This design comes from an exercise in tuning for small area and few clock cycles per item on the open sky130 flow, not from production work.
RTL that was checked went through simulation tests only; none was proved equivalent to the original.
For run 5, only the layout was checked, not whether the RTL still works.
Power figures rest on the tool's default switching activity, not on a simulated workload.

[design/flow/config.mk]
export PLATFORM = sky130hd
export DESIGN_NAME = rs_pair_enc
export DESIGN_NICKNAME = rs_pair_enc
export VERILOG_FILES = /design/flow/design.v
export SDC_FILE = /design/flow/constraint.sdc
export NUM_CORES = 4
export LEC_CHECK = 0
export CAP_MARGIN = 0
export CORE_MARGIN = 2
export CORE_UTILIZATION = 70
export SLEW_MARGIN = 0
export SYNTH_HIERARCHICAL = 1
export SYNTH_MINIMUM_KEEP_SIZE = 0
[design/flow/constraint.sdc]
create_clock -name core_clock -period 5.0 [get_ports {clk}]
set_input_delay 1.0000 -clock core_clock [delete_from_list [all_inputs] [get_ports {clk}]]
set_output_delay 1.0000 -clock core_clock [all_outputs]
set_load 0.01 [all_outputs]
[design/flow/design.v]
module rs_pair_enc (
    input  wire       clk,
    input  wire       rst,
    input  wire       in_valid,
    output wire       in_ready,
    input  wire [9:0] in_sym,
    output wire       out_valid,
    input  wire       out_ready,
    output wire [9:0] out_sym,
    output wire       out_last
);
    localparam NMSG = 1040;               
    localparam NSYM = 1088;               
    localparam SEG  = 24;                 
    reg  [10:0]  cnt;                     
    reg  [4:0]   rot;                     
    reg          clr;                     
    reg  [479:0] r;                       
    wire in_msg  = !(cnt[10] && (cnt[5] || cnt[4]));      
    wire last    = cnt[10] && (&cnt[5:0]);                
    wire rot_end = rot[0] && rot[1] && rot[2] && rot[4];                  
    wire idle    = clr || (rot != 0);
    assign in_ready  = !idle && in_msg && out_ready;
    assign out_valid = !idle && (in_msg ? in_valid : 1'b1);
    wire   xfer      = !rst && out_valid && out_ready;
    wire   rot_m     = !rst && !clr && !xfer;       
    wire   step_msg  = xfer && in_msg;              
    wire [9:0] top = r[479:470];
    wire cv_t0;
    rs_xor2 x_cv_t0 (.a(top[0]), .b(top[5]), .y(cv_t0));
    wire cv_t1;
    rs_xor2 x_cv_t1 (.a(top[2]), .b(top[7]), .y(cv_t1));
    wire cv_t2;
    rs_xor2 x_cv_t2 (.a(top[3]), .b(top[7]), .y(cv_t2));
    wire cv_t3;
    rs_xor2 x_cv_t3 (.a(top[3]), .b(top[4]), .y(cv_t3));
    wire cv_t4;
    rs_xor2 x_cv_t4 (.a(top[0]), .b(cv_t3), .y(cv_t4));
    wire cv_t5;
    rs_xor2 x_cv_t5 (.a(top[2]), .b(top[4]), .y(cv_t5));
    wire cv_t6;
    rs_xor2 x_cv_t6 (.a(cv_t5), .b(cv_t0), .y(cv_t6));
    wire cv_t7;
    rs_xor2 x_cv_t7 (.a(top[9]), .b(cv_t0), .y(cv_t7));
    wire cv_t8;
    rs_xor2 x_cv_t8 (.a(cv_t2), .b(cv_t7), .y(cv_t8));
    wire cv_t9;
    rs_xor2 x_cv_t9 (.a(top[5]), .b(top[8]), .y(cv_t9));
    wire cv_t10;
    rs_xor2 x_cv_t10 (.a(cv_t9), .b(cv_t8), .y(cv_t10));
    wire cv_t11;
    rs_xor2 x_cv_t11 (.a(top[2]), .b(cv_t4), .y(cv_t11));
    wire cv_t12;
    rs_xor2 x_cv_t12 (.a(cv_t11), .b(cv_t7), .y(cv_t12));
    wire cv_t13;
    rs_xor2 x_cv_t13 (.a(top[1]), .b(top[9]), .y(cv_t13));
    wire cv_t14;
    rs_xor2 x_cv_t14 (.a(cv_t13), .b(cv_t12), .y(cv_t14));
    wire cv_t15;
    rs_xor2 x_cv_t15 (.a(top[6]), .b(cv_t13), .y(cv_t15));
    wire cv_t16;
    rs_xor2 x_cv_t16 (.a(cv_t12), .b(cv_t15), .y(cv_t16));
    wire [9:0] top_std = {cv_t8, cv_t12, cv_t1, cv_t6, cv_t2, cv_t14, cv_t4, cv_t0, cv_t16, cv_t10};
    assign out_sym  = in_msg ? in_sym : top_std;
    assign out_last = last;
    wire [9:0] fb = (in_sym ^ top_std) & {10{step_msg}};
    wire pm_t0;
    rs_xor2 x_pm_t0 (.a(fb[2]), .b(fb[3]), .y(pm_t0));
    wire pm_t1;
    rs_xor2 x_pm_t1 (.a(fb[0]), .b(fb[4]), .y(pm_t1));
    wire pm_t2;
    rs_xor2 x_pm_t2 (.a(fb[2]), .b(fb[6]), .y(pm_t2));
    wire pm_t3;
    rs_xor2 x_pm_t3 (.a(fb[5]), .b(fb[7]), .y(pm_t3));
    wire pm_t4;
    rs_xor2 x_pm_t4 (.a(pm_t0), .b(fb[4]), .y(pm_t4));
    wire pm_t5;
    rs_xor2 x_pm_t5 (.a(fb[3]), .b(pm_t2), .y(pm_t5));
    wire pm_t6;
    rs_xor2 x_pm_t6 (.a(pm_t1), .b(fb[6]), .y(pm_t6));
    wire pm_t7;
    rs_xor2 x_pm_t7 (.a(fb[4]), .b(pm_t2), .y(pm_t7));
    wire pm_t8;
    rs_xor2 x_pm_t8 (.a(fb[2]), .b(pm_t3), .y(pm_t8));
    wire pm_t9;
    rs_xor2 x_pm_t9 (.a(fb[6]), .b(pm_t3), .y(pm_t9));
    wire pm_t10;
    rs_xor2 x_pm_t10 (.a(pm_t2), .b(fb[8]), .y(pm_t10));
    wire pm_t11;
    rs_xor2 x_pm_t11 (.a(pm_t5), .b(fb[9]), .y(pm_t11));
    wire pm_t12;
    rs_xor2 x_pm_t12 (.a(pm_t0), .b(pm_t7), .y(pm_t12));
    wire pm_t13;
    rs_xor2 x_pm_t13 (.a(pm_t0), .b(pm_t6), .y(pm_t13));
    wire pm_t14;
    rs_xor2 x_pm_t14 (.a(pm_t8), .b(fb[9]), .y(pm_t14));
    wire pm_t15;
    rs_xor2 x_pm_t15 (.a(fb[0]), .b(pm_t8), .y(pm_t15));
    wire pm_t16;
    rs_xor2 x_pm_t16 (.a(pm_t4), .b(pm_t3), .y(pm_t16));
    wire pm_t17;
    rs_xor2 x_pm_t17 (.a(fb[1]), .b(pm_t9), .y(pm_t17));
    wire pm_t18;
    rs_xor2 x_pm_t18 (.a(pm_t1), .b(pm_t9), .y(pm_t18));
    wire pm_t19;
    rs_xor2 x_pm_t19 (.a(fb[3]), .b(pm_t10), .y(pm_t19));
    wire pm_t20;
    rs_xor2 x_pm_t20 (.a(pm_t6), .b(fb[8]), .y(pm_t20));
    wire pm_t21;
    rs_xor2 x_pm_t21 (.a(fb[4]), .b(pm_t10), .y(pm_t21));
    wire pm_t22;
    rs_xor2 x_pm_t22 (.a(pm_t3), .b(pm_t10), .y(pm_t22));
    wire pm_t23;
    rs_xor2 x_pm_t23 (.a(pm_t12), .b(pm_t11), .y(pm_t23));
    wire pm_t24;
    rs_xor2 x_pm_t24 (.a(fb[7]), .b(pm_t15), .y(pm_t24));
    wire pm_t25;
    rs_xor2 x_pm_t25 (.a(fb[4]), .b(pm_t11), .y(pm_t25));
    wire pm_t26;
    rs_xor2 x_pm_t26 (.a(pm_t16), .b(pm_t17), .y(pm_t26));
    wire pm_t27;
    rs_xor2 x_pm_t27 (.a(pm_t1), .b(pm_t11), .y(pm_t27));
    wire pm_t28;
    rs_xor2 x_pm_t28 (.a(fb[1]), .b(pm_t14), .y(pm_t28));
    wire pm_t29;
    rs_xor2 x_pm_t29 (.a(fb[0]), .b(pm_t14), .y(pm_t29));
    wire pm_t30;
    rs_xor2 x_pm_t30 (.a(pm_t17), .b(pm_t11), .y(pm_t30));
    wire pm_t31;
    rs_xor2 x_pm_t31 (.a(pm_t5), .b(pm_t17), .y(pm_t31));
    wire pm_t32;
    rs_xor2 x_pm_t32 (.a(fb[3]), .b(pm_t17), .y(pm_t32));
    wire pm_t33;
    rs_xor2 x_pm_t33 (.a(pm_t4), .b(pm_t18), .y(pm_t33));
    wire pm_t34;
    rs_xor2 x_pm_t34 (.a(pm_t6), .b(pm_t14), .y(pm_t34));
    wire pm_t35;
    rs_xor2 x_pm_t35 (.a(pm_t2), .b(pm_t16), .y(pm_t35));
    wire pm_t36;
    rs_xor2 x_pm_t36 (.a(fb[3]), .b(pm_t18), .y(pm_t36));
    wire pm_t37;
    rs_xor2 x_pm_t37 (.a(pm_t0), .b(pm_t18), .y(pm_t37));
    wire pm_t38;
    rs_xor2 x_pm_t38 (.a(pm_t13), .b(pm_t10), .y(pm_t38));
    wire pm_t39;
    rs_xor2 x_pm_t39 (.a(fb[4]), .b(pm_t20), .y(pm_t39));
    wire pm_t40;
    rs_xor2 x_pm_t40 (.a(fb[0]), .b(pm_t19), .y(pm_t40));
    wire pm_t41;
    rs_xor2 x_pm_t41 (.a(pm_t20), .b(fb[9]), .y(pm_t41));
    wire pm_t42;
    rs_xor2 x_pm_t42 (.a(fb[3]), .b(pm_t20), .y(pm_t42));
    wire pm_t43;
    rs_xor2 x_pm_t43 (.a(fb[5]), .b(pm_t21), .y(pm_t43));
    wire pm_t44;
    rs_xor2 x_pm_t44 (.a(pm_t17), .b(pm_t20), .y(pm_t44));
    wire pm_t45;
    rs_xor2 x_pm_t45 (.a(pm_t6), .b(pm_t22), .y(pm_t45));
    wire pm_t46;
    rs_xor2 x_pm_t46 (.a(pm_t13), .b(pm_t22), .y(pm_t46));
    wire pm_t47;
    rs_xor2 x_pm_t47 (.a(pm_t12), .b(pm_t22), .y(pm_t47));
    wire pm_t48;
    rs_xor2 x_pm_t48 (.a(pm_t22), .b(fb[9]), .y(pm_t48));
    wire pm_t49;
    rs_xor2 x_pm_t49 (.a(pm_t1), .b(pm_t22), .y(pm_t49));
    wire pm_t50;
    rs_xor2 x_pm_t50 (.a(pm_t15), .b(pm_t28), .y(pm_t50));
    wire pm_t51;
    rs_xor2 x_pm_t51 (.a(pm_t32), .b(pm_t33), .y(pm_t51));
    wire pm_t52;
    rs_xor2 x_pm_t52 (.a(pm_t7), .b(pm_t27), .y(pm_t52));
    wire pm_t53;
    rs_xor2 x_pm_t53 (.a(pm_t32), .b(pm_t34), .y(pm_t53));
    wire pm_t54;
    rs_xor2 x_pm_t54 (.a(fb[7]), .b(pm_t31), .y(pm_t54));
    wire pm_t55;
    rs_xor2 x_pm_t55 (.a(pm_t19), .b(pm_t43), .y(pm_t55));
    wire pm_t56;
    rs_xor2 x_pm_t56 (.a(pm_t31), .b(pm_t33), .y(pm_t56));
    wire pm_t57;
    rs_xor2 x_pm_t57 (.a(pm_t33), .b(pm_t30), .y(pm_t57));
    wire pm_t58;
    rs_xor2 x_pm_t58 (.a(pm_t17), .b(pm_t29), .y(pm_t58));
    wire pm_t59;
    rs_xor2 x_pm_t59 (.a(pm_t1), .b(pm_t26), .y(pm_t59));
    wire pm_t60;
    rs_xor2 x_pm_t60 (.a(pm_t0), .b(pm_t26), .y(pm_t60));
    wire pm_t61;
    rs_xor2 x_pm_t61 (.a(fb[2]), .b(pm_t27), .y(pm_t61));
    wire pm_t62;
    rs_xor2 x_pm_t62 (.a(pm_t31), .b(pm_t34), .y(pm_t62));
    wire pm_t63;
    rs_xor2 x_pm_t63 (.a(pm_t24), .b(pm_t5), .y(pm_t63));
    wire pm_t64;
    rs_xor2 x_pm_t64 (.a(fb[7]), .b(pm_t32), .y(pm_t64));
    wire pm_t65;
    rs_xor2 x_pm_t65 (.a(pm_t24), .b(pm_t27), .y(pm_t65));
    wire pm_t66;
    rs_xor2 x_pm_t66 (.a(pm_t24), .b(pm_t14), .y(pm_t66));
    wire pm_t67;
    rs_xor2 x_pm_t67 (.a(fb[5]), .b(pm_t29), .y(pm_t67));
    wire pm_t68;
    rs_xor2 x_pm_t68 (.a(fb[0]), .b(pm_t28), .y(pm_t68));
    wire pm_t69;
    rs_xor2 x_pm_t69 (.a(fb[2]), .b(pm_t30), .y(pm_t69));
    wire pm_t70;
    rs_xor2 x_pm_t70 (.a(fb[0]), .b(pm_t30), .y(pm_t70));
    wire pm_t71;
    rs_xor2 x_pm_t71 (.a(pm_t2), .b(pm_t34), .y(pm_t71));
    wire pm_t72;
    rs_xor2 x_pm_t72 (.a(pm_t24), .b(pm_t33), .y(pm_t72));
    wire pm_t73;
    rs_xor2 x_pm_t73 (.a(fb[4]), .b(pm_t34), .y(pm_t73));
    wire pm_t74;
    rs_xor2 x_pm_t74 (.a(fb[0]), .b(pm_t34), .y(pm_t74));
    wire pm_t75;
    rs_xor2 x_pm_t75 (.a(pm_t26), .b(pm_t21), .y(pm_t75));
    wire pm_t76;
    rs_xor2 x_pm_t76 (.a(pm_t8), .b(pm_t44), .y(pm_t76));
    wire pm_t77;
    rs_xor2 x_pm_t77 (.a(pm_t10), .b(pm_t27), .y(pm_t77));
    wire pm_t78;
    rs_xor2 x_pm_t78 (.a(pm_t45), .b(pm_t30), .y(pm_t78));
    wire pm_t79;
    rs_xor2 x_pm_t79 (.a(pm_t26), .b(pm_t43), .y(pm_t79));
    wire pm_t80;
    rs_xor2 x_pm_t80 (.a(pm_t12), .b(pm_t43), .y(pm_t80));
    wire pm_t81;
    rs_xor2 x_pm_t81 (.a(fb[7]), .b(pm_t47), .y(pm_t81));
    wire pm_t82;
    rs_xor2 x_pm_t82 (.a(pm_t20), .b(pm_t23), .y(pm_t82));
    wire pm_t83;
    rs_xor2 x_pm_t83 (.a(pm_t35), .b(pm_t44), .y(pm_t83));
    wire pm_t84;
    rs_xor2 x_pm_t84 (.a(pm_t4), .b(pm_t41), .y(pm_t84));
    wire pm_t85;
    rs_xor2 x_pm_t85 (.a(pm_t24), .b(pm_t19), .y(pm_t85));
    wire pm_t86;
    rs_xor2 x_pm_t86 (.a(pm_t26), .b(pm_t49), .y(pm_t86));
    wire pm_t87;
    rs_xor2 x_pm_t87 (.a(pm_t13), .b(pm_t48), .y(pm_t87));
    wire pm_t88;
    rs_xor2 x_pm_t88 (.a(pm_t38), .b(pm_t14), .y(pm_t88));
    wire pm_t89;
    rs_xor2 x_pm_t89 (.a(pm_t0), .b(pm_t44), .y(pm_t89));
    wire pm_t90;
    rs_xor2 x_pm_t90 (.a(pm_t16), .b(pm_t43), .y(pm_t90));
    wire pm_t91;
    rs_xor2 x_pm_t91 (.a(pm_t40), .b(pm_t30), .y(pm_t91));
    wire pm_t92;
    rs_xor2 x_pm_t92 (.a(pm_t7), .b(pm_t44), .y(pm_t92));
    wire pm_t93;
    rs_xor2 x_pm_t93 (.a(fb[1]), .b(pm_t49), .y(pm_t93));
    wire pm_t94;
    rs_xor2 x_pm_t94 (.a(fb[1]), .b(fb[5]), .y(pm_t94));
    wire pm_t95;
    rs_xor2 x_pm_t95 (.a(pm_t1), .b(pm_t94), .y(pm_t95));
    wire pm_t96;
    rs_xor2 x_pm_t96 (.a(fb[2]), .b(pm_t95), .y(pm_t96));
    wire pm_t97;
    rs_xor2 x_pm_t97 (.a(fb[3]), .b(pm_t95), .y(pm_t97));
    wire pm_t98;
    rs_xor2 x_pm_t98 (.a(pm_t0), .b(pm_t95), .y(pm_t98));
    wire pm_t99;
    rs_xor2 x_pm_t99 (.a(pm_t94), .b(pm_t6), .y(pm_t99));
    wire pm_t100;
    rs_xor2 x_pm_t100 (.a(pm_t95), .b(pm_t2), .y(pm_t100));
    wire pm_t101;
    rs_xor2 x_pm_t101 (.a(pm_t94), .b(pm_t8), .y(pm_t101));
    wire pm_t102;
    rs_xor2 x_pm_t102 (.a(pm_t95), .b(pm_t9), .y(pm_t102));
    wire pm_t103;
    rs_xor2 x_pm_t103 (.a(pm_t94), .b(pm_t10), .y(pm_t103));
    wire pm_t104;
    rs_xor2 x_pm_t104 (.a(fb[4]), .b(pm_t97), .y(pm_t104));
    wire pm_t105;
    rs_xor2 x_pm_t105 (.a(pm_t94), .b(pm_t11), .y(pm_t105));
    wire pm_t106;
    rs_xor2 x_pm_t106 (.a(pm_t95), .b(pm_t11), .y(pm_t106));
    wire pm_t107;
    rs_xor2 x_pm_t107 (.a(fb[0]), .b(pm_t101), .y(pm_t107));
    wire pm_t108;
    rs_xor2 x_pm_t108 (.a(pm_t96), .b(pm_t14), .y(pm_t108));
    wire pm_t109;
    rs_xor2 x_pm_t109 (.a(pm_t95), .b(pm_t14), .y(pm_t109));
    wire pm_t110;
    rs_xor2 x_pm_t110 (.a(pm_t97), .b(pm_t3), .y(pm_t110));
    wire pm_t111;
    rs_xor2 x_pm_t111 (.a(pm_t94), .b(pm_t16), .y(pm_t111));
    wire pm_t112;
    rs_xor2 x_pm_t112 (.a(fb[3]), .b(pm_t102), .y(pm_t112));
    wire pm_t113;
    rs_xor2 x_pm_t113 (.a(pm_t100), .b(pm_t21), .y(pm_t113));
    wire pm_t114;
    rs_xor2 x_pm_t114 (.a(pm_t12), .b(pm_t103), .y(pm_t114));
    wire pm_t115;
    rs_xor2 x_pm_t115 (.a(pm_t96), .b(pm_t21), .y(pm_t115));
    wire pm_t116;
    rs_xor2 x_pm_t116 (.a(pm_t97), .b(pm_t21), .y(pm_t116));
    wire pm_t117;
    rs_xor2 x_pm_t117 (.a(pm_t94), .b(pm_t20), .y(pm_t117));
    wire pm_t118;
    rs_xor2 x_pm_t118 (.a(pm_t4), .b(pm_t103), .y(pm_t118));
    wire pm_t119;
    rs_xor2 x_pm_t119 (.a(pm_t18), .b(pm_t103), .y(pm_t119));
    wire pm_t120;
    rs_xor2 x_pm_t120 (.a(pm_t103), .b(pm_t14), .y(pm_t120));
    wire pm_t121;
    rs_xor2 x_pm_t121 (.a(pm_t3), .b(pm_t103), .y(pm_t121));
    wire pm_t122;
    rs_xor2 x_pm_t122 (.a(pm_t12), .b(pm_t106), .y(pm_t122));
    wire pm_t123;
    rs_xor2 x_pm_t123 (.a(pm_t107), .b(pm_t30), .y(pm_t123));
    wire pm_t124;
    rs_xor2 x_pm_t124 (.a(pm_t15), .b(pm_t109), .y(pm_t124));
    wire pm_t125;
    rs_xor2 x_pm_t125 (.a(pm_t17), .b(pm_t106), .y(pm_t125));
    wire pm_t126;
    rs_xor2 x_pm_t126 (.a(pm_t95), .b(pm_t31), .y(pm_t126));
    wire pm_t127;
    rs_xor2 x_pm_t127 (.a(pm_t104), .b(fb[7]), .y(pm_t127));
    wire pm_t128;
    rs_xor2 x_pm_t128 (.a(pm_t31), .b(pm_t105), .y(pm_t128));
    wire pm_t129;
    rs_xor2 x_pm_t129 (.a(pm_t7), .b(pm_t108), .y(pm_t129));
    wire pm_t130;
    rs_xor2 x_pm_t130 (.a(pm_t26), .b(pm_t108), .y(pm_t130));
    wire pm_t131;
    rs_xor2 x_pm_t131 (.a(pm_t5), .b(pm_t109), .y(pm_t131));
    wire pm_t132;
    rs_xor2 x_pm_t132 (.a(pm_t104), .b(pm_t34), .y(pm_t132));
    wire pm_t133;
    rs_xor2 x_pm_t133 (.a(fb[5]), .b(pm_t113), .y(pm_t133));
    wire pm_t134;
    rs_xor2 x_pm_t134 (.a(pm_t9), .b(pm_t120), .y(pm_t134));
    wire pm_t135;
    rs_xor2 x_pm_t135 (.a(pm_t40), .b(pm_t106), .y(pm_t135));
    wire pm_t136;
    rs_xor2 x_pm_t136 (.a(pm_t118), .b(pm_t11), .y(pm_t136));
    wire pm_t137;
    rs_xor2 x_pm_t137 (.a(fb[5]), .b(pm_t118), .y(pm_t137));
    wire pm_t138;
    rs_xor2 x_pm_t138 (.a(pm_t107), .b(pm_t48), .y(pm_t138));
    wire pm_t139;
    rs_xor2 x_pm_t139 (.a(fb[8]), .b(pm_t105), .y(pm_t139));
    wire pm_t140;
    rs_xor2 x_pm_t140 (.a(pm_t104), .b(pm_t41), .y(pm_t140));
    wire pm_t141;
    rs_xor2 x_pm_t141 (.a(pm_t113), .b(pm_t30), .y(pm_t141));
    wire pm_t142;
    rs_xor2 x_pm_t142 (.a(fb[8]), .b(pm_t108), .y(pm_t142));
    wire pm_t143;
    rs_xor2 x_pm_t143 (.a(pm_t17), .b(pm_t118), .y(pm_t143));
    wire pm_t144;
    rs_xor2 x_pm_t144 (.a(fb[1]), .b(pm_t120), .y(pm_t144));
    wire pm_t145;
    rs_xor2 x_pm_t145 (.a(fb[0]), .b(pm_t120), .y(pm_t145));
    wire pm_t146;
    rs_xor2 x_pm_t146 (.a(fb[3]), .b(pm_t121), .y(pm_t146));
    wire pm_t147;
    rs_xor2 x_pm_t147 (.a(pm_t118), .b(pm_t30), .y(pm_t147));
    wire pm_t148;
    rs_xor2 x_pm_t148 (.a(pm_t39), .b(pm_t109), .y(pm_t148));
    wire pm_t149;
    rs_xor2 x_pm_t149 (.a(fb[5]), .b(pm_t11), .y(pm_t149));
    wire pm_t150;
    rs_xor2 x_pm_t150 (.a(pm_t100), .b(pm_t149), .y(pm_t150));
    wire pm_t151;
    rs_xor2 x_pm_t151 (.a(fb[3]), .b(pm_t149), .y(pm_t151));
    wire pm_t152;
    rs_xor2 x_pm_t152 (.a(pm_t116), .b(pm_t149), .y(pm_t152));
    wire pm_t153;
    rs_xor2 x_pm_t153 (.a(pm_t39), .b(pm_t149), .y(pm_t153));
    wire pm_t154;
    rs_xor2 x_pm_t154 (.a(pm_t114), .b(pm_t149), .y(pm_t154));
    wire pm_t155;
    rs_xor2 x_pm_t155 (.a(pm_t119), .b(pm_t149), .y(pm_t155));
    wire pm_t156;
    rs_xor2 x_pm_t156 (.a(pm_t12), .b(pm_t17), .y(pm_t156));
    wire pm_t157;
    rs_xor2 x_pm_t157 (.a(pm_t156), .b(pm_t14), .y(pm_t157));
    wire pm_t158;
    rs_xor2 x_pm_t158 (.a(pm_t156), .b(pm_t109), .y(pm_t158));
    wire pm_t159;
    rs_xor2 x_pm_t159 (.a(pm_t156), .b(pm_t18), .y(pm_t159));
    wire pm_t160;
    rs_xor2 x_pm_t160 (.a(pm_t94), .b(pm_t156), .y(pm_t160));
    wire pm_t161;
    rs_xor2 x_pm_t161 (.a(fb[4]), .b(fb[8]), .y(pm_t161));
    wire pm_t162;
    rs_xor2 x_pm_t162 (.a(pm_t161), .b(pm_t149), .y(pm_t162));
    wire pm_t163;
    rs_xor2 x_pm_t163 (.a(pm_t161), .b(pm_t30), .y(pm_t163));
    wire pm_t164;
    rs_xor2 x_pm_t164 (.a(fb[7]), .b(pm_t7), .y(pm_t164));
    wire pm_t165;
    rs_xor2 x_pm_t165 (.a(pm_t164), .b(pm_t27), .y(pm_t165));
    wire pm_t166;
    rs_xor2 x_pm_t166 (.a(pm_t164), .b(pm_t48), .y(pm_t166));
    wire pm_t167;
    rs_xor2 x_pm_t167 (.a(pm_t14), .b(pm_t164), .y(pm_t167));
    wire pm_t168;
    rs_xor2 x_pm_t168 (.a(pm_t19), .b(pm_t167), .y(pm_t168));
    wire pm_t169;
    rs_xor2 x_pm_t169 (.a(pm_t38), .b(pm_t167), .y(pm_t169));
    wire pm_t170;
    rs_xor2 x_pm_t170 (.a(fb[8]), .b(pm_t94), .y(pm_t170));
    wire pm_t171;
    rs_xor2 x_pm_t171 (.a(pm_t170), .b(pm_t30), .y(pm_t171));
    wire [239:0] p = {pm_t2, pm_t27, pm_t34, fb[1], pm_t125, pm_t33, pm_t18, pm_t73, pm_t103, pm_t126, pm_t100, pm_t22, pm_t124, pm_t50, pm_t43, pm_t3, pm_t45, pm_t54, pm_t171, pm_t74, pm_t105, pm_t55, pm_t6, pm_t133, fb[7], pm_t101, pm_t76, pm_t83, pm_t36, pm_t144, pm_t105, pm_t55, pm_t6, pm_t133, fb[7], pm_t101, pm_t76, pm_t83, pm_t36, pm_t144, pm_t74, pm_t76, pm_t30, pm_t124, pm_t29, pm_t7, pm_t58, pm_t75, pm_t90, pm_t123, pm_t171, pm_t111, pm_t20, pm_t157, pm_t59, pm_t19, pm_t32, pm_t88, pm_t165, pm_t90, pm_t97, pm_t124, pm_t95, pm_t5, pm_t147, pm_t4, pm_t46, pm_t150, pm_t70, pm_t129, pm_t98, pm_t96, pm_t115, pm_t122, pm_t8, pm_t65, pm_t14, pm_t106, pm_t22, pm_t153, pm_t124, pm_t35, pm_t87, pm_t148, pm_t62, pm_t160, pm_t9, pm_t132, pm_t20, pm_t30, pm_t49, pm_t136, pm_t82, pm_t57, pm_t3, pm_t68, pm_t60, pm_t77, pm_t129, pm_t166, pm_t110, pm_t31, pm_t127, pm_t86, pm_t36, pm_t159, pm_t119, pm_t12, pm_t91, pm_t108, pm_t78, pm_t163, pm_t26, pm_t142, pm_t155, pm_t135, pm_t125, pm_t41, pm_t151, pm_t53, pm_t133, pm_t91, pm_t63, pm_t52, pm_t102, pm_t141, pm_t35, pm_t158, pm_t145, pm_t6, pm_t89, pm_t92, pm_t16, pm_t154, pm_t72, pm_t40, pm_t130, pm_t118, pm_t75, pm_t4, pm_t88, pm_t24, pm_t114, pm_t79, pm_t157, pm_t95, fb[5], pm_t10, pm_t121, pm_t21, pm_t1, pm_t109, pm_t88, fb[9], pm_t68, pm_t97, pm_t168, pm_t46, pm_t61, pm_t122, pm_t46, pm_t9, pm_t10, pm_t0, fb[9], pm_t150, pm_t26, pm_t80, pm_t48, pm_t152, pm_t117, pm_t66, pm_t93, pm_t146, pm_t44, pm_t17, pm_t38, pm_t11, pm_t99, pm_t128, fb[9], pm_t128, pm_t79, pm_t84, pm_t139, pm_t5, pm_t138, pm_t0, pm_t85, pm_t88, pm_t64, pm_t37, pm_t104, pm_t24, pm_t111, pm_t30, pm_t85, pm_t113, pm_t131, pm_t119, pm_t56, pm_t131, pm_t42, pm_t121, pm_t165, pm_t134, pm_t15, pm_t69, pm_t137, pm_t35, pm_t163, pm_t28, pm_t120, pm_t67, pm_t118, pm_t143, pm_t169, pm_t116, pm_t71, pm_t112, pm_t13, pm_t39, pm_t47, pm_t59, pm_t51, pm_t107, pm_t166, pm_t171, pm_t140, pm_t23, pm_t81, pm_t147, pm_t75, pm_t54, pm_t100, pm_t49, pm_t25, pm_t60, pm_t122, pm_t162};
    wire [479:0] d;
    genvar k;
    generate
        for (k = 0; k < 48; k = k + 1) begin : stage
            if (k == 0) begin : first
                assign d[9:0] = (r[10*SEG-1 -: 10] & {10{rot_m}}) | p[9:0];
            end else if (k % SEG == 0) begin : bottom
                wire [9:0] sel = (r[10*k-1 -: 10] & {10{xfer}}) | (r[10*(k+SEG)-1 -: 10] & {10{rot_m}});
                rs_xor2 #(10) x (.a(sel), .b(p[5*k +: 10]), .y(d[10*k +: 10]));
            end else if (k % 2 == 0) begin : tap
                rs_xor2 #(10) x (.a(r[10*k-1 -: 10]), .b(p[5*k +: 10]), .y(d[10*k +: 10]));
            end else begin : plain
                assign d[10*k +: 10] = r[10*k-1 -: 10];
            end
        end
    endgenerate
    always @(posedge clk) begin
        r <= d;
        if (rst) begin
            cnt <= 11'd0;
            clr <= 1'b1;
            rot <= 1;
        end else begin
            if (idle)
                rot <= rot_end ? 0 : rot + 1;
            else if (!xfer)
                rot <= 1;
            if (rot_end)
                clr <= 1'b0;
            if (xfer)
                cnt <= last ? 11'd0 : cnt + 11'd1;
        end
    end
endmodule
module rs_xor2 #(parameter W = 1) (
    input  wire [W-1:0] a,
    input  wire [W-1:0] b,
    output wire [W-1:0] y
);
    assign y = a ^ b;
endmodule
[design/flow/flow/run.sh]
#!/bin/bash
# Own flow: the standard layout (standard.sh), with
# - the ports buffered with the smallest buffer,
# - the clock tree built without dummy loads, from clkbuf_8 leaf clusters.
set -euo pipefail
export BUFFER_PORTS_ARGS="-buffer_cell sky130_fd_sc_hd__buf_1"
export CTS_ARGS="-sink_clustering_enable -repair_clock_nets -dont_use_dummy_load -buf_list {sky130_fd_sc_hd__clkbuf_8} -sink_clustering_size 20 -sink_clustering_max_diameter 50"
bash standard.sh > flow_make.log 2>&1
[design/flow/standard.sh]
#!/bin/bash
# synth_recipe.tcl (not shown) runs the flow's synth.tcl, then flattens the netlist and writes it again
# the make line also repeats each setting of config.mk as NAME=value (left out here)
make -C /OpenROAD-flow-scripts/flow DESIGN_CONFIG=/design/flow/config.mk WORK_HOME=/design/flow/orfs CLKGATE_MAP_FILE= SYNTH_SCRIPT=/design/flow/synth_recipe.tcl "${@:-finish}"
==> out/metrics.yaml, run 1 <==
worst_hold_path:
  min_delay_path_depth: 0
  holdCritStartpoint: "r[162]"
  hold_path.class: "reg -> reg"
  hold-path-endpoint: "r[172]"
power:
  power_density_mw_per_mm2: 357
  leakagePower_nw: 9.02
  power.total_mw: 5.71
  worst_ir_drop_vdd_v: 0.000294
sta:
  final.period_utilization: 0.908
  relSlewSlack: 0.343
  timing.hold.ws_ns: 0.263
  finalSetupViolations: 0
  final_report_max_slew_violation_count: 0
  setup-tns-final_ns: 0
  final.setup_skew_ns: 0.0722
  post-route-min-period_ns: 4.54
  rsz0062_at_grt: "false"
  post-route-worst-setup-slack_ns: 0.459
  achievable-frequency_mhz: 220
  max_slew.worst_pin.slew_ns: 0.983
  hold_viol_final: 0
die:
  floorplan.die_area_mm2: 0.0221
  floorplan.initialDensity: 0.718
  die_height_um: 149
  core_mm2: 0.0204
  top_level_ports: 27
  dieWidth_um: 149
  row_count: 52
synthesis:
  post_synth_instance_area_mm2: 0.0146
  synth_seq_cells: 497
  synth_enable_flop_cells: 0
  synth.most_common_cell: "sky130_fd_sc_hd__dfxtp_1"
  postSynthNetCount: 1098
  synth_seq_area_share: 0.680
  synth_largest_type_area_fraction: 0.680
  synthesis.instances: 1080
  synth_async_sr_flop_share: 0
  biggest_area_consumer_among_synthesized_cells: "sky130_fd_sc_hd__dfxtp_1"
  netlist_top_cells_count: "sky130_fd_sc_hd__dfxtp_1, sky130_fd_sc_hd__xor2_1, sky130_fd_sc_hd__nand2_1"
  post_synth_main_area_contributors: "sky130_fd_sc_hd__dfxtp_1, sky130_fd_sc_hd__xor2_1, sky130_fd_sc_hd__nand2_1, sky130_fd_sc_hd__a22o_1, sky130_fd_sc_hd__xnor2_1"
  synth-main-ff-cell: "sky130_fd_sc_hd__dfxtp_1"
  yosys_warnings: 7
  avgSynthCellArea_um2: 13.5
  post_synthesis_cell_type_count: 36
drt:
  wl_um: 29900
  routed_wire_length_per_instance_um: 20.4
  avgViaCountPerCell: 5.00
  drc: 0
  antenna_left: 0
  vias: 7315
  drt_first_iter_violations: 506
  detail_route.first_pass.iterations: 5
placed_design:
  place_hpwl_um: 21800
  placedInstanceArea_mm2: 0.0155
  placed_cells: 1428
  port-buffer-count: 26
  globalplace.congestion: 0.913
  post-place-ws_ns: 0.258
grt:
  maximum_number_of_pins_on_one_net_before_global_route_repair: 27
  globalRouteOverflowTotal: 0
  grt_pass1_vias: 7425
  antenna_found_initial: 1
  wire_length_of_the_first_global_routing_pass_um: 44400
  grt_use_total: 0.280
critical_path:
  worst_path_cell_with_the_longest_stage_delay: "sky130_fd_sc_hd__xor2_1"
  crit-reg2reg-launch: "r[474]"
  setup.worst_path.end_class: "register"
  worst_reg2reg_endpoint: "r[21]"
  cp_data_arrival_time_ns: 4.90
  internal_reg_to_reg_setup_slack_ns: 0.46
  timing.critical_path.from_type: "register"
  critPathMaxFanout: 9
  cpPeakStageDelay_ns: 0.59
  worstPathRequired_ns: 5.36
  timing.critical_path.cells: "xor2_1 > xor2_1 > xor2_1 > xor2_1 > xor2_1 > xnor2_1 > nor2_1 > xor2_1 > xor2_1 > buf_4 > xor2_1 > xor2_1 > xor2_1 > xor2_1"
  cp_common_cell: "sky130_fd_sc_hd__xor2_1"
  timing_worst_setup_path_type: "reg -> reg"
  r2r.worst_path.cells: 14
  startpoint: "r[474]"
final_layout:
  num-nets-final: 1212
  final_util: 0.785
  diodes: 0
  post_route_cells_drive_above_1_share: 0.0906
  final_cell_area_mm2: 0.0160
  finish.cell_count_without_fillers: 1462
  synthToLayoutAreaGrowth_pct: 9.24
clocking:
  clockRootBuffer: "sky130_fd_sc_hd__clkbuf_8"
  cts_htree_levels: 2
  clock_sink_count: 497
  cts_setup_buffers: 0
  clock_latency_ns: 0.55
  cts_made_buffers: 34
  path_clk_slew_ns: 0.10
  cts_resized: 0
  hold_bufs_inserted_after_cts: 0
  tritoncts: "built"
  clk_path_buf_depth: 3
run:
  max_cap_check_violation_count: 0
outcome:
  result_of_the_run: "finished clean"
## modules after synthesis (local to each module, per instance), a selection
module / area, um2 / cells / flops+latches
rs_pair_enc: 11000 / 661 / 497
rs_xor2: 8.76 / 1 / 0
## worst max-delay path: cells and delay by family (launching register included)
family / cells / cell delay [ns]
buffers and inverters: 1 / 0.29
XOR/XNOR: 12 / 3.47
flip-flops: 1 / 0.41
AND/OR/NAND/NOR: 1 / 0.18
## how the worst max path moves through the flow
stage,endpoint,slack [ns],cells past startpoint
after floorplan,r[201],-0.14,10
after global placement,r[382],0.24,11
after detailed placement,r[382],0.26,11
after CTS,r[21],0.50,14
after global routing,r[21],0.13,14
final,r[21],0.46,14
## cell usage in the layout (no fill, tap or decap), types with 2 or more instances in the layout
master / count
sky130_fd_sc_hd__xnor2_1: 10
sky130_fd_sc_hd__a21oi_1: 12
sky130_fd_sc_hd__o31ai_1: 8
sky130_fd_sc_hd__buf_1: 26
sky130_fd_sc_hd__and3_1: 2
sky130_fd_sc_hd__nand4_1: 3
sky130_fd_sc_hd__or3b_2: 2
sky130_fd_sc_hd__a22o_1: 10
sky130_fd_sc_hd__o21ai_0: 3
sky130_fd_sc_hd__a21o_1: 11
sky130_fd_sc_hd__buf_4: 63
sky130_fd_sc_hd__ha_1: 4
sky130_fd_sc_hd__nand3_1: 6
sky130_fd_sc_hd__nand2_1: 34
sky130_fd_sc_hd__dfxtp_1: 497
sky130_fd_sc_hd__nor2_2: 2
sky130_fd_sc_hd__nor2_1: 13
sky130_fd_sc_hd__xor2_2: 3
sky130_fd_sc_hd__clkbuf_8: 34
sky130_fd_sc_hd__inv_1: 7
sky130_fd_sc_hd__or4_1: 9
sky130_fd_sc_hd__xor2_1: 418
## cells by family (layout without fill, tap and decap cells)
| family | after synthesis | after routing | share of synthesized area |
|---|---|---|---|
| AOI/OAI and AO/OA | 50 | 50 | 0.0253 |
| buffers and inverters | 18 | 130 | 0.00547 |
| adders and majority gates | 4 | 4 | 0.00342 |
| DFF | 497 | 497 | 0.680 |
| and+or+nand+nor | 80 | 80 | 0.0277 |
| xor gates and xnor gates | 431 | 431 | 0.258 |
## metal layers
layer	track usage	wire, um	vias to the layer above
met1	0.388	13700	3479
met4	0.0910	1010	2
met3	0.0567	1700	66
li1	-	-	3576
met2	0.444	13400	192
met5	0	13	-
## area by class of cell
cell class                      count  area [um2]
Tap cell                          270         338
Fill cell                        1288        4380
Clock buffer                       34         468
Inverter                            7        26.3
Sequential cell                   497        9950
Multi-Input combinational cell    565        4630
Timing Repair Buffer               89         571
## registers in the layout (all words and copies together) (netlist names)
signal	count
cnt	11
clr	1
r	480
rot	5
## power by group
| part | switching (mW) | internal (mW) | leakage [nW] |
|---|---|---|---|
| Sequential | 0.00410 | 3.96 | 4.00 |
| Combinational | 0.0233 | 0.0152 | 4.78 |
| Clock | 1.09 | 0.616 | 0.244 |
| Total | 1.12 | 4.59 | 9.02 |
Testbench counts, summed over its fixed seeds: cycles 19,716, items 18.
==> inputs of run 2 (changes only) <==
--- a/design/flow/config.mk
+++ b/design/flow/config.mk
@@ -7,6 +7,6 @@
 export LEC_CHECK = 0
-export CAP_MARGIN = 0
+export CAP_MARGIN = 20
 export CORE_MARGIN = 2
-export CORE_UTILIZATION = 70
-export SLEW_MARGIN = 0
+export CORE_UTILIZATION = 80
+export SLEW_MARGIN = 20
 export SYNTH_HIERARCHICAL = 1
==> run 2 against run 1 <==
Net effect: still clean; cell area shrank 0.50%; die area is 12% lower; non-clock buffer count down 8; critical path type unchanged; largest cell class unchanged; largest power group unchanged.
==> out/metrics.yaml, run 2 <==
final_layout:
  register_area_mm2: 0.00995
  finish.cell_count_without_fillers: 1415
  reg.largest.list: "r (480), cnt (11), rot (5)"
  num-fill-cells: 790
  final_util: 0.885
  layout_common_cells: "sky130_fd_sc_hd__dfxtp_1, sky130_fd_sc_hd__xor2_1, sky130_fd_sc_hd__buf_4, sky130_fd_sc_hd__clkbuf_8, sky130_fd_sc_hd__nand2_1"
  post_route_cells_drive_above_1_share: 0.0869
  multi_input_area_mm2: 0.00465
  num-nets-final: 1205
  layout.cells.most_common: "sky130_fd_sc_hd__dfxtp_1"
  largest_register_ffs: 480
  largest_register: "r"
  synthToLayoutAreaGrowth_pct: 8.70
synthesis:
  post_synth_instance_area_mm2: 0.0146
  synth_seq_cells: 497
  yosys_warnings: 7
  synth_async_sr_flop_share: 0
  netlist_top_cells_count: "sky130_fd_sc_hd__dfxtp_1, sky130_fd_sc_hd__xor2_1, sky130_fd_sc_hd__nand2_1"
  synth_largest_type_area_fraction: 0.680
  postSynthNetCount: 1098
  synthesis.instances: 1080
  synth.most_common_cell: "sky130_fd_sc_hd__dfxtp_1"
  biggest_area_consumer_among_synthesized_cells: "sky130_fd_sc_hd__dfxtp_1"
  post_synth_main_area_contributors: "sky130_fd_sc_hd__dfxtp_1, sky130_fd_sc_hd__xor2_1, sky130_fd_sc_hd__nand2_1, sky130_fd_sc_hd__a22o_1, sky130_fd_sc_hd__xnor2_1"
  avgSynthCellArea_um2: 13.5
  synth-main-ff-cell: "sky130_fd_sc_hd__dfxtp_1"
  synth_enable_flop_cells: 0
  synth_seq_area_share: 0.680
  post_synthesis_cell_type_count: 36
drt:
  avgViaCountPerCell: 5.45
  drc: 0
  detail_route.first_pass.iterations: 7
  drt_first_iter_violations: 560
  wl_um: 32500
  antenna_left: 0
  vias: 7708
  routed_wire_length_per_instance_um: 22.9
die:
  floorplan.initialDensity: 0.814
  die_height_um: 139
  core_mm2: 0.0180
  row_count: 49
  floorplan.die_area_mm2: 0.0194
  dieWidth_um: 139
  top_level_ports: 27
sta:
  hold_viol_final: 0
  final_report_max_slew_violation_count: 0
  rsz0062_at_grt: "false"
  post-route-min-period_ns: 4.63
  final.period_utilization: 0.927
  finalSetupViolations: 0
  final.setup_skew_ns: 0.0667
  max_slew.worst_pin.slew_ns: 0.861
  relSlewSlack: 0.424
  setup-tns-final_ns: 0
  achievable-frequency_mhz: 216
critical_path:
  timing.critical_path.from_type: "register"
  critPathMaxFanout: 8
  setup.worst_path.end_class: "register"
  cp_data_arrival_time_ns: 5.03
  timing_worst_setup_path_type: "reg -> reg"
  worstPathRequired_ns: 5.40
clocking:
  clock_latency_ns: 0.56
  path_clk_slew_ns: 0.10
  clock_sink_count: 497
  cts_made_buffers: 35
  tritoncts: "built"
  clk_path_buf_depth: 3
  hold_bufs_inserted_after_cts: 0
  cts_htree_levels: 2
  clockRootBuffer: "sky130_fd_sc_hd__clkbuf_8"
grt:
  wire_length_of_the_first_global_routing_pass_um: 47900
  globalRouteOverflowTotal: 0
  antenna_found_initial: 2
  grt_pass1_vias: 7954
  grt_use_total: 0.339
  maximum_number_of_pins_on_one_net_before_global_route_repair: 27
outcome:
  result_of_the_run: "finished clean"
run:
  max_cap_check_violation_count: 0
placed_design:
  port-buffer-count: 26
  place_hpwl_um: 22100
  globalplace.congestion: 0.922
  placed_cells: 1379
power:
  worst_ir_drop_vdd_v: 0.000388
  power_density_mw_per_mm2: 362
  leakagePower_nw: 8.98
worst_hold_path:
  hold_path.class: "reg -> reg"
[run 2: worst paths after layout]
| kind | to | slack, ns | cells after the start | startpoint |
|---|---|---|---|---|
| hold / removal | r[92] | 0.28 | 0 | r[82] |
| hold reg to reg | r[92] | 0.28 | 0 | r[82] |
| setup reg to reg | r[423] | 0.37 | 14 | r[470] |
| setup / recovery | r[423] | 0.37 | 14 | r[470] |
[run 2: cells by family (layout without fill, tap and decap cells)]
| kind of cell | after synthesis | in the layout | share of synthesized area |
|---|---|---|---|
| compound gates | 50 | 50 | 0.0253 |
| buf+inv | 18 | 123 | 0.00547 |
| flops | 497 | 497 | 0.680 |
| xor+xnor | 431 | 431 | 0.258 |
| other cells | 0 | 1 | 0 |
| fa+ha+maj | 4 | 4 | 0.00342 |
| simple gates | 80 | 80 | 0.0277 |
[run 2: critical path, stage by stage, from the launching register on]
cell	delay [ns]
sky130_fd_sc_hd__dfxtp_1	0.43
sky130_fd_sc_hd__xor2_1	0.39
sky130_fd_sc_hd__xor2_1	0.32
sky130_fd_sc_hd__xor2_1	0.42
sky130_fd_sc_hd__xor2_1	0.28
sky130_fd_sc_hd__xnor2_1	0.15
sky130_fd_sc_hd__nor2_1	0.21
sky130_fd_sc_hd__xor2_1	0.37
sky130_fd_sc_hd__xor2_1	0.32
sky130_fd_sc_hd__xor2_1	0.21
sky130_fd_sc_hd__buf_4	0.26
sky130_fd_sc_hd__xor2_1	0.17
sky130_fd_sc_hd__buf_4	0.20
sky130_fd_sc_hd__xor2_1	0.62
sky130_fd_sc_hd__xor2_1	0.17
[run 2: power by group]
| part | internal (mW) | switching [mW] |
|---|---|---|
| logic | 0.0151 | 0.0222 |
| registers | 3.96 | 0.00388 |
| clock network | 0.634 | 1.12 |
| total | 4.61 | 1.15 |
[run 2: layout make-up]
class,count,share of cell area
sequential,497,0.626
multi-input combinational,565,0.292
timing repair buffer,81,0.0321
clock buffer,35,0.0303
tap,229,0.0180
inverter,7,0.00165
antenna,1,0.000157
[run 2: layer usage]
metal | GRT usage | routed length (um) | up-vias
met4 | 0.127 | 1180 | 0
met2 | 0.561 | 15500 | 319
met5 | 0 | 0 | -
li1 | - | - | 3564
met1 | 0.439 | 13300 | 3740
met3 | 0.0785 | 2450 | 85
[run 2: stage by stage]
step	area (um2)	total power [mW]	hold slack (ns)	setup WS, ns
floorplan	14700	4.08	0.310	-0.142
global placement	15400	4.09	0.310	0.301
detailed placement	15400	4.09	0.312	0.254
CTS	15900	5.76	0.283	0.213
global route	15900	5.90	0.288	0.0482
finish	15900	5.76	0.282	0.366
[run 2: Yosys stat by module (local to each module, per instance), excerpt]
module,flops+latches,copies in the design,area [um2],cells inside
rs_xor2,0,189,8.76,1
rs_pair_enc,497,1,11000,661
[run 2: what timing repair did]
item | 4_1_cts | 5_1_grt
setup endpoints to repair | 0 | 4
buffers inserted | 0 | 0
gates resized for setup | 0 | 2
==> inputs of run 3 (changes only) <==
--- a/design/flow/config.mk
+++ b/design/flow/config.mk
@@ -9,3 +9,3 @@
 export CORE_MARGIN = 2
-export CORE_UTILIZATION = 80
+export CORE_UTILIZATION = 88
 export SLEW_MARGIN = 20
==> run 3 against run 2 <==
Net effect: area after synthesis unchanged; the flow now stops in 4_1_cts; synthesized cell count unchanged.
==> out/metrics.yaml, run 3 <==
synthesis:
  synth_async_sr_flop_share: 0
  synth.most_common_cell: "sky130_fd_sc_hd__dfxtp_1"
  netlist_top_cells_count: "sky130_fd_sc_hd__dfxtp_1, sky130_fd_sc_hd__xor2_1, sky130_fd_sc_hd__nand2_1"
  synth_enable_flop_cells: 0
  postSynthNetCount: 1098
  synth-main-ff-cell: "sky130_fd_sc_hd__dfxtp_1"
  synth.mux.area_fraction: 0
  yosys_warnings: 7
  synthSimpleGateAreaFrac: 0.0277
  yosys.area_share.adder: 0.00342
  post_synth_instance_area_mm2: 0.0146
  post_synth_main_area_contributors: "sky130_fd_sc_hd__dfxtp_1, sky130_fd_sc_hd__xor2_1, sky130_fd_sc_hd__nand2_1, sky130_fd_sc_hd__a22o_1, sky130_fd_sc_hd__xnor2_1"
  synth_seq_cells: 497
  main_combinational_cell_family_by_area_after_synthesis: "XOR/XNOR gates"
  synthesis.instances: 1080
  synth_compound_gate_area_share: 0.0253
  avgSynthCellArea_um2: 13.5
  biggest_area_consumer_among_synthesized_cells: "sky130_fd_sc_hd__dfxtp_1"
  synthXorXnorAreaFrac: 0.258
  post_synthesis_cell_type_count: 36
  synth_largest_type_area_fraction: 0.680
  synth_seq_area_share: 0.680
outcome:
  result_of_the_run: "did not finish"
  error_message: "[ERROR DPL-0033] detailed placement checks failed during check placement."
  haltStage: "4_1_cts"
clocking:
  clock_sink_count: 497
  clockRootBuffer: "sky130_fd_sc_hd__clkbuf_8"
  cts_made_buffers: 34
  clk_path_buf_depth: 3
  cts_htree_levels: 2
  hold_bufs_inserted_after_cts: 0
  cts_setup_buffers: 0
  cts_resized: 12
die:
  row_count: 47
  top_level_ports: 27
  dieWidth_um: 133
  die_height_um: 133
  floorplan.initialDensity: 0.892
placed_design:
  port-buffer-count: 26
  placed_cells: 1377
  globalplace.congestion: 0.973
  place_hpwl_um: 26000
run 3: worst min path at each step:
stage,depth (start not counted),to,slack [ns]
3_5_place_dp,0,r[112],0.31
3_3_place_gp,0,r[431],0.31
2_1_floorplan,0,r[10],0.31
run 3: power groups by stage:
| stage | Clock, mW | Sequential [mW] | Combinational (mW) |
|---|---|---|---|
| 2_1_floorplan | 0 | 4.05 | 0.0236 |
| 3_3_place_gp | 0 | 4.05 | 0.0358 |
| 3_5_place_dp | 0 | 4.06 | 0.0411 |
run 3: modules after synthesis (local to each module, per instance), a selection:
| module | flops+latches | cell area [um2] | cells | copies in the design |
|---|---|---|---|---|
| rs_pair_enc | 497 | 11000 | 661 | 1 |
| rs_xor2 | 0 | 8.76 | 1 | 189 |
run 3: logic make-up after synthesis:
kind of cell,after synthesis
flops,497
xor+xnor,431
simple gates,80
compound gates,50
buf+inv,18
fa+ha+maj,4
run 3: metrics by stage:
stage,instance area [um2],setup slack (ns),utilization,power [mW]
after detailed placement,15400,-0.215,0.941,4.10
after global placement,15400,0.413,0.941,4.09
after floorplan,14700,-0.142,-,4.08
==> inputs of run 4 (changes only) <==
--- a/design/flow/config.mk
+++ b/design/flow/config.mk
@@ -9,3 +9,3 @@
 export CORE_MARGIN = 2
-export CORE_UTILIZATION = 88
+export CORE_UTILIZATION = 70
 export SLEW_MARGIN = 20
==> run 4 against run 3 <==
Net effect: now clean on timing, DRC and antenna; synthesized cell count unchanged; area after synthesis stayed put.
==> out/metrics.yaml, run 4 <==
outcome:
  result_of_the_run: "finished clean"
synthesis:
  synth_enable_flop_cells: 0
  yosys_warnings: 7
  synthesis.instances: 1080
  synth_seq_area_share: 0.680
  synth.most_common_cell: "sky130_fd_sc_hd__dfxtp_1"
  netlist_top_cells_count: "sky130_fd_sc_hd__dfxtp_1, sky130_fd_sc_hd__xor2_1, sky130_fd_sc_hd__nand2_1"
  synth_largest_type_area_fraction: 0.680
  synth-main-ff-cell: "sky130_fd_sc_hd__dfxtp_1"
  post_synth_instance_area_mm2: 0.0146
  biggest_area_consumer_among_synthesized_cells: "sky130_fd_sc_hd__dfxtp_1"
  synth_seq_cells: 497
  avgSynthCellArea_um2: 13.5
  post_synth_main_area_contributors: "sky130_fd_sc_hd__dfxtp_1, sky130_fd_sc_hd__xor2_1, sky130_fd_sc_hd__nand2_1, sky130_fd_sc_hd__a22o_1, sky130_fd_sc_hd__xnor2_1"
  postSynthNetCount: 1098
  post_synthesis_cell_type_count: 36
  synth_async_sr_flop_share: 0
final_layout:
  finish.cell_count_without_fillers: 1462
  largest_register_ffs: 480
  multi_input_area_mm2: 0.00463
  layout_common_cells: "sky130_fd_sc_hd__dfxtp_1, sky130_fd_sc_hd__xor2_1, sky130_fd_sc_hd__buf_4, sky130_fd_sc_hd__nand2_1, sky130_fd_sc_hd__clkbuf_8"
  final_util: 0.785
  synthToLayoutAreaGrowth_pct: 9.24
  largest_register: "r"
  post_route_cells_drive_above_1_share: 0.0906
  register_area_mm2: 0.00995
  reg.largest.list: "r (480), cnt (11), rot (5)"
  num-nets-final: 1212
  num-fill-cells: 1288
  layout.cells.most_common: "sky130_fd_sc_hd__dfxtp_1"
  diodes: 0
sta:
  max_slew.worst_pin.slew_ns: 0.983
  timing.hold.ws_ns: 0.263
  setup-tns-final_ns: 0
  relSlewSlack: 0.343
  rsz0062_at_grt: "false"
  final_report_max_slew_violation_count: 0
  achievable-frequency_mhz: 220
  post-route-min-period_ns: 4.54
  final.period_utilization: 0.908
  hold_viol_final: 0
  final.setup_skew_ns: 0.0722
  finalSetupViolations: 0
clocking:
  path_clk_slew_ns: 0.10
  cts_resized: 0
  clockRootBuffer: "sky130_fd_sc_hd__clkbuf_8"
  clock_latency_ns: 0.55
  cts_htree_levels: 2
  cts_made_buffers: 34
  tritoncts: "built"
  clk_path_buf_depth: 3
  clock_sink_count: 497
  hold_bufs_inserted_after_cts: 0
  cts_setup_buffers: 0
placed_design:
  globalplace.congestion: 0.913
  port-buffer-count: 26
  place_hpwl_um: 21800
  placed_cells: 1428
power:
  leakagePower_nw: 9.02
  worst_ir_drop_vdd_v: 0.000294
  power_density_mw_per_mm2: 357
die:
  core_mm2: 0.0204
  floorplan.initialDensity: 0.718
  floorplan.die_area_mm2: 0.0221
  row_count: 52
  die_height_um: 149
  top_level_ports: 27
  dieWidth_um: 149
critical_path:
  timing.critical_path.from_type: "register"
  setup.worst_path.end_class: "register"
  timing_worst_setup_path_type: "reg -> reg"
  cp_data_arrival_time_ns: 4.90
  worstPathRequired_ns: 5.36
  critPathMaxFanout: 9
drt:
  wl_um: 29900
  routed_wire_length_per_instance_um: 20.4
  drc: 0
  antenna_left: 0
  vias: 7315
  avgViaCountPerCell: 5.00
  detail_route.first_pass.iterations: 5
  drt_first_iter_violations: 506
worst_hold_path:
  hold_path.class: "reg -> reg"
grt:
  maximum_number_of_pins_on_one_net_before_global_route_repair: 27
  wire_length_of_the_first_global_routing_pass_um: 44400
  grt_pass1_vias: 7425
  antenna_found_initial: 1
  globalRouteOverflowTotal: 0
  grt_use_total: 0.280
run:
  max_cap_check_violation_count: 0
-- run 4: cell counts after synthesis --
No cell type changed its count.
-- run 4: final cells by class --
class,instances,area share
Clock buffer,34,0.0293
Tap cell,270,0.0211
Sequential cell,497,0.623
Timing Repair Buffer,89,0.0357
Inverter,7,0.00164
Multi-Input combinational cell,565,0.290
-- run 4: power breakdown --
group	switching (mW)	internal, mW	leakage, nW
sequential	0.00410	3.96	4.00
clock	1.09	0.616	0.244
combinational	0.0233	0.0152	4.78
total	1.12	4.59	9.02
-- run 4: routing by layer --
metal	track usage	wire [um]	vias to the layer above
met5	0	13	-
met4	0.0910	1010	2
met3	0.0567	1700	66
met2	0.444	13400	192
met1	0.388	13700	3479
li1	-	-	3576
-- run 4: cells by family after synthesis --
kind of cell / synth area share
xor gates and xnor gates: 0.258
buffers and inverters: 0.00547
adders and majority gates: 0.00342
DFF: 0.680
and+or+nand+nor: 0.0277
AOI/OAI and AO/OA: 0.0253
-- run 4: path summary, 6_finish.rpt --
kind | from | endpoint | slack, ns | depth (start not counted)
setup / recovery | r[474] | r[21] | 0.46 | 14
hold / removal | r[162] | r[172] | 0.26 | 0
setup reg to reg | r[474] | r[21] | 0.46 | 14
hold reg to reg | r[162] | r[172] | 0.26 | 0
-- run 4: critical path, cell delays in order, from the launching register on --
cell and delay [ns]:
sky130_fd_sc_hd__dfxtp_1 0.41, sky130_fd_sc_hd__xor2_1 0.19, sky130_fd_sc_hd__xor2_1 0.30, sky130_fd_sc_hd__xor2_1 0.21
sky130_fd_sc_hd__xor2_1 0.38, sky130_fd_sc_hd__xor2_1 0.26, sky130_fd_sc_hd__xnor2_1 0.14, sky130_fd_sc_hd__nor2_1 0.18
sky130_fd_sc_hd__xor2_1 0.44, sky130_fd_sc_hd__xor2_1 0.27, sky130_fd_sc_hd__buf_4 0.29, sky130_fd_sc_hd__xor2_1 0.26
sky130_fd_sc_hd__xor2_1 0.59, sky130_fd_sc_hd__xor2_1 0.22, sky130_fd_sc_hd__xor2_1 0.21
-- run 4: per-module statistics from Yosys, one instance, submodules excluded, excerpt --
module / area, um2 / cells inside / flops+latches
rs_pair_enc: 11000 / 661 / 497
rs_xor2: 8.76 / 1 / 0
-- run 4: through the flow --
step                cell area (um2)  power, mW  setup slack, ns
floorplan                     14700       4.08           -0.142
global placement              15500       4.09            0.243
detailed placement            15500       4.09            0.258
CTS                           16000       5.75            0.495
global route                  16000       5.90            0.133
finish                        16000       5.71            0.459
==> inputs of run 5 (changes only) <==
--- a/design/flow/design.v
+++ b/design/flow/design.v
@@ -43,22 +43,24 @@
     wire cv_t7;
-    rs_xor2 x_cv_t7 (.a(top[9]), .b(cv_t0), .y(cv_t7));
+    rs_xor2 x_cv_t7 (.a(top[9]), .b(cv_t2), .y(cv_t7));
     wire cv_t8;
-    rs_xor2 x_cv_t8 (.a(cv_t2), .b(cv_t7), .y(cv_t8));
+    rs_xor2 x_cv_t8 (.a(cv_t0), .b(cv_t7), .y(cv_t8));
     wire cv_t9;
-    rs_xor2 x_cv_t9 (.a(top[5]), .b(top[8]), .y(cv_t9));
+    rs_xor2 x_cv_t9 (.a(top[0]), .b(top[8]), .y(cv_t9));
     wire cv_t10;
-    rs_xor2 x_cv_t10 (.a(cv_t9), .b(cv_t8), .y(cv_t10));
+    rs_xor2 x_cv_t10 (.a(cv_t9), .b(cv_t7), .y(cv_t10));
     wire cv_t11;
-    rs_xor2 x_cv_t11 (.a(top[2]), .b(cv_t4), .y(cv_t11));
+    rs_xor2 x_cv_t11 (.a(top[1]), .b(top[2]), .y(cv_t11));
     wire cv_t12;
-    rs_xor2 x_cv_t12 (.a(cv_t11), .b(cv_t7), .y(cv_t12));
+    rs_xor2 x_cv_t12 (.a(top[5]), .b(cv_t3), .y(cv_t12));
     wire cv_t13;
-    rs_xor2 x_cv_t13 (.a(top[1]), .b(top[9]), .y(cv_t13));
+    rs_xor2 x_cv_t13 (.a(cv_t11), .b(cv_t12), .y(cv_t13));
     wire cv_t14;
-    rs_xor2 x_cv_t14 (.a(cv_t13), .b(cv_t12), .y(cv_t14));
+    rs_xor2 x_cv_t14 (.a(top[2]), .b(top[9]), .y(cv_t14));
     wire cv_t15;
-    rs_xor2 x_cv_t15 (.a(top[6]), .b(cv_t13), .y(cv_t15));
+    rs_xor2 x_cv_t15 (.a(cv_t12), .b(cv_t14), .y(cv_t15));
     wire cv_t16;
-    rs_xor2 x_cv_t16 (.a(cv_t12), .b(cv_t15), .y(cv_t16));
-    wire [9:0] top_std = {cv_t8, cv_t12, cv_t1, cv_t6, cv_t2, cv_t14, cv_t4, cv_t0, cv_t16, cv_t10};
+    rs_xor2 x_cv_t16 (.a(top[6]), .b(cv_t11), .y(cv_t16));
+    wire cv_t17;
+    rs_xor2 x_cv_t17 (.a(cv_t12), .b(cv_t16), .y(cv_t17));
+    wire [9:0] top_std = {cv_t8, cv_t15, cv_t1, cv_t6, cv_t2, cv_t13, cv_t4, cv_t0, cv_t17, cv_t10};
     assign out_sym  = in_msg ? in_sym : top_std;
==> run 5 against run 4 <==
Net effect: cell area up 0.38%; maximum frequency up 1.1%; area after synthesis about the same.
==> out/metrics.yaml, run 5 <==
outcome:
  result_of_the_run: "finished clean"
drt:
  wl_um: 30700
  vias: 7400
  avgViaCountPerCell: 5.04
  antenna_left: 0
  routed_wire_length_per_instance_um: 20.9
  drt_first_iter_violations: 491
  drc: 0
  detail_route.first_pass.iterations: 5
sta:
  final.period_utilization: 0.898
  post-route-min-period_ns: 4.49
  rsz0062_at_grt: "false"
  achievable-frequency_mhz: 223
  max_slew.worst_pin.slew_ns: 0.906
  final_report_max_slew_violation_count: 0
  final.setup_skew_ns: 0.0709
  timing.hold.ws_ns: 0.299
  relSlewSlack: 0.394
  finalSetupViolations: 0
  hold_viol_final: 0
power:
  leakagePower_nw: 9.06
  power_density_mw_per_mm2: 361
  worst_ir_drop_vdd_v: 0.000332
critical_path:
  startpoint: "r[474]"
  timing.critical_path.cells: "xor2_1 > xor2_1 > xor2_1 > xnor2_1 > nor2_1 > xor2_1 > xor2_1 > buf_4 > xor2_1 > buf_4 > xor2_1 > xor2_1 > xor2_1"
  critical_path.top_delay_family: "XOR/XNOR gates"
  cpPeakStageDelay_ns: 0.76
  crit_path_end: "r[100]"
  critPathMaxFanout: 8
  cp_data_arrival_time_ns: 4.86
  worst_path_cell_with_the_longest_stage_delay: "sky130_fd_sc_hd__xor2_1"
  worstPathRequired_ns: 5.37
  timing.critical_path.from_type: "register"
  crit-reg2reg-launch: "r[474]"
  worst_reg2reg_endpoint: "r[100]"
  internal_reg_to_reg_setup_slack_ns: 0.51
  timing_worst_setup_path_type: "reg -> reg"
  crit_cells: 13
  critical_path_buf_inv_count: 2
  r2r.worst_path.cells: 13
  cp_common_cell: "sky130_fd_sc_hd__xor2_1"
  setup.worst_path.end_class: "register"
synthesis:
  post_synthesis_cell_type_count: 36
  synth.most_common_cell: "sky130_fd_sc_hd__dfxtp_1"
  yosys_warnings: 7
  synth_seq_area_share: 0.680
  synth_largest_type_area_fraction: 0.680
  post_synth_main_area_contributors: "sky130_fd_sc_hd__dfxtp_1, sky130_fd_sc_hd__xor2_1, sky130_fd_sc_hd__nand2_1, sky130_fd_sc_hd__a22o_1, sky130_fd_sc_hd__xnor2_1"
  netlist_top_cells_count: "sky130_fd_sc_hd__dfxtp_1, sky130_fd_sc_hd__xor2_1, sky130_fd_sc_hd__nand2_1"
  synth_seq_cells: 497
  synth-main-ff-cell: "sky130_fd_sc_hd__dfxtp_1"
  postSynthNetCount: 1099
  synth_async_sr_flop_share: 0
  synthesis.instances: 1081
  synth_enable_flop_cells: 0
  avgSynthCellArea_um2: 13.5
  post_synth_instance_area_mm2: 0.0146
  biggest_area_consumer_among_synthesized_cells: "sky130_fd_sc_hd__dfxtp_1"
final_layout:
  register_area_mm2: 0.00995
  num-fill-cells: 1225
  num-nets-final: 1217
  synthToLayoutAreaGrowth_pct: 9.59
  largest_register_ffs: 480
  final_util: 0.788
  post_route_cells_drive_above_1_share: 0.0936
  multi_input_area_mm2: 0.00464
  final_cell_area_mm2: 0.0160
  layout_common_cells: "sky130_fd_sc_hd__dfxtp_1, sky130_fd_sc_hd__xor2_1, sky130_fd_sc_hd__buf_4, sky130_fd_sc_hd__clkbuf_8, sky130_fd_sc_hd__nand2_1"
  reg.largest.list: "r (480), cnt (11), rot (5)"
  layout.cells.most_common: "sky130_fd_sc_hd__dfxtp_1"
  largest_register: "r"
placed_design:
  port-buffer-count: 26
  place_hpwl_um: 22200
  placedInstanceArea_mm2: 0.0155
  globalplace.congestion: 0.916
grt:
  grt_pass1_vias: 7472
  grt_use_total: 0.285
  maximum_number_of_pins_on_one_net_before_global_route_repair: 27
  globalRouteOverflowTotal: 0
  antenna_found_initial: 0
  wire_length_of_the_first_global_routing_pass_um: 45100
clocking:
  cts_setup_buffers: 0
  cts_made_buffers: 37
  cts_htree_levels: 2
  clk_path_buf_depth: 3
  hold_bufs_inserted_after_cts: 0
  clockRootBuffer: "sky130_fd_sc_hd__clkbuf_8"
  path_clk_slew_ns: 0.11
  tritoncts: "built"
  clock_sink_count: 497
  clock_latency_ns: 0.56
  cts_resized: 0
die:
  row_count: 52
  floorplan.die_area_mm2: 0.0221
  core_mm2: 0.0204
  floorplan.initialDensity: 0.719
  die_height_um: 149
  top_level_ports: 27
  dieWidth_um: 149
run:
  max_cap_check_violation_count: 0
worst_hold_path:
  hold_path.class: "reg -> reg"
[run 5: cell count changes after synthesis]
cell                     delta
sky130_fd_sc_hd__xor2_1     +1
[run 5: per-layer routing]
metal | GRT usage | share of wire | wire (um)
met1 | 0.389 | 0.46 | 14100
met2 | 0.466 | 0.46 | 14200
met3 | 0.0451 | 0.044 | 1340
met4 | 0.104 | 0.035 | 1060
met5 | 0 | 0 | 0
[run 5: cell families after synthesis]
group	synth area share
XOR/XNOR	0.258
flip-flops	0.680
adder cells (fa/ha/maj)	0.00342
buffers and inverters	0.00547
AND/OR/NAND/NOR	0.0277
AO/OA/AOI/OAI	0.0253
[run 5: how the worst min path moves through the flow]
stage | cells after the start | from | slack (ns) | end
after floorplan | 0 | r[0] | 0.31 | r[10]
after global placement | 0 | r[404] | 0.31 | r[414]
after detailed placement | 0 | r[346] | 0.31 | r[356]
after CTS | 0 | r[221] | 0.29 | r[231]
after global routing | 0 | r[221] | 0.29 | r[231]
final | 0 | r[284] | 0.30 | r[294]
[run 5: report_power, final]
part           leakage, nW  switching, mW  internal, mW
logic                 4.79         0.0224        0.0152
registers             4.00        0.00403          3.96
clock network        0.266           1.12         0.668
[run 5: Yosys stat by module, one instance, submodules excluded, excerpt]
module       cells  times used
rs_pair_enc    661           1
rs_xor2          1         190
[run 5: stage by stage]
step | total power [mW] | setup WS (ns) | TNS [ns] | cells
after floorplan | 4.08 | -0.142 | -2.20 | 1081
after global placement | 4.09 | 0.324 | 0 | 1430
after detailed placement | 4.09 | 0.284 | 0 | 1430
after CTS | 5.82 | 0.590 | 0 | 1467
after global routing | 5.95 | 0.334 | 0 | 1467
final | 5.79 | 0.509 | 0 | 1468
[run 5: final cells by class]
cell class | count | area share
Antenna cell | 1 | 0.000156
Clock buffer | 37 | 0.0317
Inverter | 7 | 0.00164
Multi-Input combinational cell | 566 | 0.289
Sequential cell | 497 | 0.620
Tap cell | 270 | 0.0211
Timing Repair Buffer | 90 | 0.0360

## afterwards: timing with drivers on the ports
How much do the figures lean on ideal ports? The routed layouts below were timed once more, with nothing changed but the port constraints.
Step 1 (the two cells are an assumption about what drives the block):
set clk [get_ports {clk}]
set_driving_cell -lib_cell sky130_fd_sc_hd__clkbuf_16 $clk
set_driving_cell -lib_cell sky130_fd_sc_hd__buf_2 [delete_from_list [all_inputs] $clk]
Step 2 adds t to the input delays and takes it off the output delays; t is the mean of the earliest and latest rising clock arrival at the registers after step 1. Input paths then give back, and output paths get back, about the clock's delay inside the block.
Three values: ideal, step 1, step 2; two values: the first two.
| run | shift t [ns] | setup WS [ns] | worst setup path after step 2 | cell pins on the clock port's net |
|---|---|---|---|---|
| run 1 | 0.560 | 0.459 / 0.459 / 0.200 | input to register | 1 |
| run 2 | 0.569 | 0.366 / 0.366 / 0.051 | input to register | 1 |
| run 4 | 0.560 | 0.459 / 0.459 / 0.200 | input to register | 1 |
| run 5 | 0.573 | 0.509 / 0.509 / 0.160 | input to register | 1 |
After both steps setup and hold are still met in every run listed. The setup slack of run 5, which loses most, moves by 0.000 ns with the drivers and by -0.349 ns with both steps.
